What follows belongs to an exercise in optimizing a design on an open flow for small area, a short achievable clock period and few clock cycles per item; a production flow would make more cautious choices.
At most, simulation tests tie the RTL to the original design; equivalence was not proved.

== rev 12 ==
## aes_cell
module aes_cell (
    input  wire         clk,
    input  wire         rst,           
    input  wire         in_valid,
    output wire         in_ready,
    input  wire         in_decrypt,    
    input  wire         in_key256,     
    input  wire [255:0] in_key,
    input  wire [127:0] in_block,
    output reg          out_valid,
    output reg  [127:0] out_block
);
Size in the first run: about 11000 cells after synthesis, about 1300 flip-flops, about 95000 sq um of cells after synthesis.
export LEC_CHECK = 0
export CAP_MARGIN = 20
export CORE_MARGIN = 2
export CORE_UTILIZATION = 40
export CTS_CLUSTER_DIAMETER = 150
export CTS_CLUSTER_SIZE = 20
export PLACE_DENSITY = 0.6
export SLEW_MARGIN = 20
create_clock -name core_clock -period 12.0 [get_ports {clk}]
standard.sh (not shown) runs the stock make flow with config.mk's settings and CLKGATE_MAP_FILE= SYNTH_SCRIPT=/design/flow/synth_recipe.tcl, a recipe that flattens the netlist after the stock synthesis.
==> flow/flow/run.sh <==
#!/bin/bash
# Own layout flow: the standard ORFS flow (standard.sh), except that
#  - synthesis maps the combinational logic with the ABC script in
#    flow/abc.script instead of ORFS's (registers are mapped before ABC, as
#    in the standard synthesis), and
#  - the ORFS make variables in flow/make_args.txt (one per line) are added:
#    a setup margin for repair_timing, so the design is sized for a shorter
#    achieved period than the 12 ns clock, and the buffer cell for the port
#    buffers.
# The clock period, SDC and everything else are the standard flow's.
set -euo pipefail
W=$PWD
cat > "$W/own_synth.tcl" <<EOF2
proc abc {args} {
  set i [lsearch -exact \$args -script]
  if {\$i >= 0} { set args [lreplace \$args [expr {\$i + 1}] [expr {\$i + 1}] $W/flow/abc.script] }
  puts "own_synth: abc with \$args"
  yosys abc {*}\$args
}
source $W/synth_recipe.tcl
EOF2
sed "s#SYNTH_SCRIPT=[^ ]*#SYNTH_SCRIPT=$W/own_synth.tcl#" standard.sh > own_standard.sh
grep -q "own_synth.tcl" own_standard.sh
ARGS=()
while IFS= read -r line; do
  [[ -n "$line" && "$line" != \#* ]] && ARGS+=("$line")
done < "$W/flow/make_args.txt"
bash own_standard.sh "${ARGS[@]}" finish > "$W/flow_make.log" 2>&1
==> flow/flow/abc.script <==
&get -n
&st
&dch
&nf
&put
==> flow/flow/make_args.txt <==
SETUP_SLACK_MARGIN=8.0
BUFFER_PORTS_ARGS=-buffer_cell sky130_fd_sc_hd__buf_1
Testbench counts of rev 12, summed over its fixed seeds: cycles 47,949, items 3,200.
[inputs] rev 13 vs rev 12
==> flow/flow/abc.script <==
&get -n
&st
&dch
&nf -p -R 10
&put
Results
Rev 13 vs. rev 12: synthesized cell count now sits at about the same level, met3 routed wirelength went up, clock buffer instance count of the final layout fell 1.
When rev 13 is set beside rev 12, its basic-gate share of the synthesized area counting and, or, nand and nor cells turns out to be 0.18 points larger.
Measured against each other, rev 12 and rev 13 differ in count of filler cells inserted in the layout, the lower figure coming from rev 13.
[rev 13 vs rev 12] met3 usage in global routing: higher in rev 13


aes_cell, a different RTL version from the one above (not shown whole).
Size: ~520 I/O pins, about 110000 µm² of cells after synthesis.
make LEC_CHECK=0 CAP_MARGIN=20 CORE_MARGIN=2 CORE_UTILIZATION=25 PLACE_DENSITY=0.35 SLEW_MARGIN=20 finish   # period 12.0 ns
run.sh (not shown) runs the stock make flow with config.mk's settings and CLKGATE_MAP_FILE= SYNTH_SCRIPT=/design/flow/synth_recipe.tcl, a recipe that flattens the netlist after the stock synthesis.
Stock flow here: none of the scripts above is used.
The first run went through all stages and came out clean.
Next try:
- ABC_AREA: unset -> 1
- ABC_CLOCK_PERIOD_IN_PS: unset -> 4000
What happened: Synthesized area falls by 6.6%. Final area falls by 7.8%. Count of clock-buffer cells in the layout rises by 6.
Next try:
- ABC_CLOCK_PERIOD_IN_PS: 4000 -> unset
Worst setup slack does not change.
Final area is unchanged.
Global-route usage is unchanged.
Function was not checked in any run of this note: the RTL went through the layout flow alone.


alpha:
Another version of the RTL of aes_cell (not shown whole).
Size in the first run: roughly 14,000 cells after synthesis, ~1,600 flip-flops, about 520 I/O pins, about 0.11 mm² of cells after synthesis.
Settings: LEC_CHECK=0, CAP_MARGIN=20, CORE_MARGIN=2, CORE_UTILIZATION=25, PLACE_DENSITY=0.35, SLEW_MARGIN=20; clock period 12.0 ns.
standard.sh (not shown) runs the stock make flow with config.mk's settings and CLKGATE_MAP_FILE= SYNTH_SCRIPT=/design/flow/synth_recipe.tcl, a recipe that flattens the netlist after the stock synthesis.
==> flow/flow/run.sh <==
#!/bin/bash
# Own layout flow: the standard ORFS flow, except that
#  - synthesis maps the combinational logic with the ABC script in
#    flow/abc.script instead of ORFS's, and
#  - repair_timing aims for the setup margin in flow/margin.txt (ns below the
#    12 ns clock), so that the design is sized for a shorter achieved period.
# The clock period, SDC and everything else are the standard flow's.
set -euo pipefail
W=$PWD
MARGIN=$(cat "$W/flow/margin.txt")
cat > "$W/own_synth.tcl" <<EOF2
proc abc {args} {
  set i [lsearch -exact \$args -script]
  if {\$i >= 0} { set args [lreplace \$args [expr {\$i + 1}] [expr {\$i + 1}] $W/flow/abc.script] }
  puts "own_synth: abc with \$args"
  yosys abc {*}\$args
}
source $W/synth_recipe.tcl
EOF2
sed "s#SYNTH_SCRIPT=[^ ]*#SYNTH_SCRIPT=$W/own_synth.tcl#" standard.sh > own_standard.sh
grep -q "own_synth.tcl" own_standard.sh
bash own_standard.sh SETUP_SLACK_MARGIN=$MARGIN finish > "$W/flow_make.log" 2>&1
==> flow/flow/abc.script <==
strash
dch
map -a
==> flow/flow/margin.txt <==
7.0
alpha did not stop at any stage, and its layout met the timing, design-rule and antenna checks.
Testbench counts of alpha, summed over its fixed seeds: cycles 48,720, items 3,200.
The inputs of beta differ from those of alpha as listed below.
Settings: a change of CORE_UTILIZATION from 25 to 40; a change of PLACE_DENSITY from 0.35 to 0.6.
==> flow/flow/margin.txt <==
8.0
Results
- Timing startpoint of the critical path = p_m[205]: alpha; timing startpoint of the critical path = p_m[22]: beta
- Re measured slew at the worst slew-check pin: beta is 0.10 ns down on alpha.
- Compare beta and alpha | clock tree cell share of total cell area higher: alpha
- beta vs. alpha: design area rose about 2.7%; final-stage net count went up; largest fanout of any net on the critical path decreased by 3 relative to the old numbers.
For gamma, these inputs were changed with respect to beta:
Settings: changing PLACE_DENSITY from 0.6 to 0.75; changing CORE_UTILIZATION from 40 to 55.
beta completed; timing, DRC and antenna clean. gamma completed end to end with timing, DRC and antenna clean. Compared to beta, gamma leaves less free space in the core. Number of iterations in the first detailed-routing pass, gamma and beta: smaller value in beta. Going from beta to gamma, finished layout cell area lower; pin slew with the least headroom to its limit higher.
[inputs] delta vs gamma
Settings: changing CORE_UTILIZATION from 55 to 40; setting CTS_BUF_LIST to sky130_fd_sc_hd__clkbuf_8 for the first time; changing PLACE_DENSITY from 0.75 to 0.6; setting CTS_CLUSTER_SIZE to 24 for the first time.
Notes after the runs:
Data required time of the worst path, delta and gamma: lower on delta. delta: path depth of the worst reg2reg path 1 below gamma. Of delta and gamma, it is delta that has the higher total core area. delta — routed metal-1 wirelength about 18% higher, gamma as reference.
Modified inputs, epsilon compared to delta
Settings: removing CTS_BUF_LIST (formerly sky130_fd_sc_hd__clkbuf_8); removing CTS_CLUSTER_SIZE (formerly 24); changing CORE_UTILIZATION from 40 to 25; changing PLACE_DENSITY from 0.6 to 0.35.
### Flow results
epsilon finished every step from synthesis to the final layout, and the layout passed the timing, design-rule and antenna checks.
epsilon vs. delta: number of buffers created by CTS dropped 82; fraction of layout cells with a size suffix above 1 +0.21 points; routed wirelength normalized by instance count picked up an extra 1.4 µm; overall die area rose 59%.
Against delta, epsilon comes in 0.04 ns higher on delay of the slowest cell on the worst path.
From epsilon to delta, layout sequential cell count did not move at all.
epsilon vs delta — clock-buffer cell count dropped 54.
Non-clock buffer count: lower on delta
[compare] base=delta new=epsilon: sequential share of layout area has decreased, summed area of non-filler cells in the final layout has increased.

==> afterwards: timing with drivers on the ports <==
In the flow no input, the clock included, has a driving cell. The finished layouts below were timed again as built, in two steps.
Step 1: set_driving_cell puts a clkbuf_16 on clk and a buf_2 on each other input, an assumption about the parent block.
Step 2 moves the port delays by t, midway between the first and last clock arrival at a register: inputs arrive t later, outputs are due t later. That takes back most of the time a late clock gives input paths.
Three values: ideal, step 1, step 2; two values: the first two.
run	shift t [ns]	slack for setup (ns)	hold slack, ns	latest minus earliest clock arrival (ns)	slew at the worst register clock pin (ns)
rev 12	0.903	7.776 / 7.776 / 7.141	0.303 / 0.303 / 0.303	0.065 / 0.066	0.12 / 0.12
rev 13	0.907	7.778 / 7.778 / 7.110	0.310 / 0.310 / 0.310	0.064 / 0.064	0.11 / 0.11
the first run of note 2	0.869	0.915 / 0.915 / 0.915	0.531 / 0.531 / 0.531	0.076 / 0.076	0.08 / 0.08
the second run of note 2	0.816	2.329 / 2.329 / 2.329	0.484 / 0.484 / 0.484	0.051 / 0.051	0.07 / 0.07
the third run of note 2	0.816	2.329 / 2.329 / 2.329	0.484 / 0.484 / 0.484	0.051 / 0.051	0.07 / 0.07
alpha	1.066	7.007 / 6.967 / 6.591	0.278 / 0.278 / 0.278	0.077 / 0.077	0.07 / 0.07
beta	1.003	7.909 / 7.908 / 7.082	0.316 / 0.316 / 0.316	0.075 / 0.075	0.07 / 0.07
gamma	0.966	7.868 / 7.868 / 7.101	0.308 / 0.308 / 0.308	0.061 / 0.060	0.07 / 0.07
delta	1.202	7.861 / 7.754 / 6.873	0.287 / 0.287 / 0.287	0.101 / 0.101	0.07 / 0.07
epsilon	1.082	7.924 / 7.829 / 7.058	0.306 / 0.306 / 0.306	0.059 / 0.058	0.07 / 0.07
After both steps every run listed still meets setup and hold. For delta, which loses most, drivers alone change the setup slack by -0.107 ns; drivers and shift together by -0.988 ns.
